This design comes from an exercise in tuning for small area, a short achievable clock period and few clock cycles per item on the open sky130 flow, not from production work. Only simulation tests tie the RTL to the original design; equivalence was not proved.

Setup of run A:
## aes_cell
module aes_cell (
    input  wire         clk,
    input  wire         rst,           
    input  wire         in_valid,
    output wire         in_ready,
    input  wire         in_decrypt,    
    input  wire         in_key256,     
    input  wire [255:0] in_key,
    input  wire [127:0] in_block,
    output reg          out_valid,
    output reg  [127:0] out_block
);
Size in the first run: roughly 14000 cells after synthesis.
==> flow/config.mk <==
export PLATFORM = sky130hd
export DESIGN_NAME = aes_cell
export DESIGN_NICKNAME = aes_cell
export VERILOG_FILES = /design/flow/design.v
export SDC_FILE = /design/flow/constraint.sdc
export NUM_CORES = 8
export LEC_CHECK = 0
export CAP_MARGIN = 20
export CORE_MARGIN = 2
export CORE_UTILIZATION = 25
export PLACE_DENSITY = 0.35
export SLEW_MARGIN = 20
==> flow/constraint.sdc <==
create_clock -name core_clock -period 12.0 [get_ports {clk}]
set_input_delay 2.4000 -clock core_clock [delete_from_list [all_inputs] [get_ports {clk}]]
set_output_delay 2.4000 -clock core_clock [all_outputs]
set_load 0.01 [all_outputs]
standard.sh (not shown) runs the stock make flow with config.mk's settings and CLKGATE_MAP_FILE= SYNTH_SCRIPT=/design/flow/synth_recipe.tcl, a recipe that flattens the netlist after the stock synthesis.
==> flow/flow/run.sh <==
#!/bin/bash
# Own layout flow: the standard ORFS flow (standard.sh), except that
#  - synthesis maps the combinational logic with the ABC script in
#    flow/abc.script instead of ORFS's (registers are mapped before ABC, as
#    in the standard synthesis), and
#  - the ORFS make variables in flow/make_args.txt (one per line) are added:
#    a setup margin for repair_timing, so the design is sized for a shorter
#    achieved period than the 12 ns clock, and the buffer cell for the port
#    buffers.
# The clock period, SDC and everything else are the standard flow's.
set -euo pipefail
W=$PWD
cat > "$W/own_synth.tcl" <<EOF2
proc abc {args} {
  set i [lsearch -exact \$args -script]
  if {\$i >= 0} { set args [lreplace \$args [expr {\$i + 1}] [expr {\$i + 1}] $W/flow/abc.script] }
  puts "own_synth: abc with \$args"
  yosys abc {*}\$args
}
source $W/synth_recipe.tcl
EOF2
sed "s#SYNTH_SCRIPT=[^ ]*#SYNTH_SCRIPT=$W/own_synth.tcl#" standard.sh > own_standard.sh
grep -q "own_synth.tcl" own_standard.sh
ARGS=()
while IFS= read -r line; do
  [[ -n "$line" && "$line" != \#* ]] && ARGS+=("$line")
done < "$W/flow/make_args.txt"
bash own_standard.sh "${ARGS[@]}" finish > "$W/flow_make.log" 2>&1
==> flow/flow/abc.script <==
strash
dch
map -a
==> flow/flow/make_args.txt <==
SETUP_SLACK_MARGIN=8.0
BUFFER_PORTS_ARGS=-buffer_cell sky130_fd_sc_hd__buf_1
Testbench counts of run A, summed over its fixed seeds: cycles 48,720, items 3,200.
For run B, these inputs were changed with respect to run A:
- PLACE_DENSITY changed from 0.35 to 0.6
- CORE_UTILIZATION changed from 25 to 40
==> flow/flow/run.sh <==
#!/bin/bash
# Own layout flow: the standard ORFS flow, except that
#  - synthesis maps the combinational logic with the ABC script in
#    flow/abc.script instead of ORFS's, and
#  - repair_timing aims for the setup margin in flow/margin.txt (ns below the
#    12 ns clock), so that the design is sized for a shorter achieved period.
# The clock period, SDC and everything else are the standard flow's.
set -euo pipefail
W=$PWD
MARGIN=$(cat "$W/flow/margin.txt")
cat > "$W/own_synth.tcl" <<EOF2
proc abc {args} {
  set i [lsearch -exact \$args -script]
  if {\$i >= 0} { set args [lreplace \$args [expr {\$i + 1}] [expr {\$i + 1}] $W/flow/abc.script] }
  puts "own_synth: abc with \$args"
  yosys abc {*}\$args
}
source $W/synth_recipe.tcl
EOF2
sed "s#SYNTH_SCRIPT=[^ ]*#SYNTH_SCRIPT=$W/own_synth.tcl#" standard.sh > own_standard.sh
grep -q "own_synth.tcl" own_standard.sh
bash own_standard.sh SETUP_SLACK_MARGIN=$MARGIN finish > "$W/flow_make.log" 2>&1
==> flow/flow/abc.script <==
strash
dch
map
==> flow/flow/margin.txt (new file) <==
8.0
removed: flow/flow/make_args.txt
Results
[flow] run B | stages: complete | final checks: fail | reason: max-capacitance violations, max-slew violations. Weighted congestion at the end of routability-driven global placement (run B over run A): increase, about 23%. In run B, final number of max-transition violations is higher than in run A. Run B: final worst slack lower than run A. The worst hold slack in run B sits 0.056 ns below the value recorded for run A. Fraction of the core area covered by cells at the end of the flow came out higher on run B than on run A.
Modified inputs, run C compared to run B
- PLACE_DENSITY now 0.35, was 0.6
- CORE_UTILIZATION now 25, was 40
==> flow/flow/run.sh <==
#!/bin/bash
# Own layout flow: the standard ORFS flow (standard.sh), except that
#  - synthesis maps the combinational logic with the ABC script in
#    flow/abc.script instead of ORFS's (registers are mapped before ABC, as
#    in the standard synthesis), and
#  - the ORFS make variables in flow/make_args.txt (one per line) are added:
#    a setup margin for repair_timing, so the design is sized for a shorter
#    achieved period than the 12 ns clock, and the buffer cell for the port
#    buffers.
# The clock period, SDC and everything else are the standard flow's.
set -euo pipefail
W=$PWD
cat > "$W/own_synth.tcl" <<EOF2
proc abc {args} {
  set i [lsearch -exact \$args -script]
  if {\$i >= 0} { set args [lreplace \$args [expr {\$i + 1}] [expr {\$i + 1}] $W/flow/abc.script] }
  puts "own_synth: abc with \$args"
  yosys abc {*}\$args
}
source $W/synth_recipe.tcl
EOF2
sed "s#SYNTH_SCRIPT=[^ ]*#SYNTH_SCRIPT=$W/own_synth.tcl#" standard.sh > own_standard.sh
grep -q "own_synth.tcl" own_standard.sh
ARGS=()
while IFS= read -r line; do
  [[ -n "$line" && "$line" != \#* ]] && ARGS+=("$line")
done < "$W/flow/make_args.txt"
bash own_standard.sh "${ARGS[@]}" finish > "$W/flow_make.log" 2>&1
==> flow/flow/abc.script <==
strash
dch
map -a
==> flow/flow/make_args.txt (new file) <==
SETUP_SLACK_MARGIN=9.0
BUFFER_PORTS_ARGS=-buffer_cell sky130_fd_sc_hd__buf_1
removed: flow/flow/margin.txt
## What came out
[compare] base=run B new=run C: arrival time of data at the critical path endpoint fell by 3.60 ns; total half-perimeter wirelength after legalization and detailed placement shows a reduction of about 40%. Looking at the reports, run C completed the entire flow and the layout it produced met the timing, design-rule and antenna checks. Nothing crashed in run B and all stages finished; the problem is that the final layout failed, the offending checks being max-capacitance violations, max-slew violations. Run B → run C: final clock skew saw a decrease.

## what the ideal ports hide
Ports are ideal in the flow. The routed layouts listed here were re-timed in OpenROAD.
Step 1, drivers: a clkbuf_16 drives clk and a buf_2 each remaining input, both assumed.
Step 2 also shifts input and output timing later by t, the mid clock arrival at the registers, as if the neighbouring blocks saw the same clock.
a / b / c = no drivers / after step 1 / after step 2; a / b = the first two.
| run | t (ns) | slack for setup (ns) | hold slack, ns | worst slew at a driven data input, ns | pins driven straight from the clock port |
|---|---|---|---|---|---|
| run A | 1.062 | 7.804 / 7.804 / 7.029 | 0.294 / 0.294 / 0.294 | 0.24 | 1 |
| run B | 1.126 | 7.538 / 7.538 / 6.786 | 0.238 / 0.238 / 0.238 | 0.44 | 1 |
| run C | 1.079 | 7.914 / 7.793 / 7.818 | 0.287 / 0.287 / 0.287 | 0.28 | 1 |
For run A, which loses most, drivers alone change the setup slack by 0.000 ns; drivers and shift together by -0.775 ns.
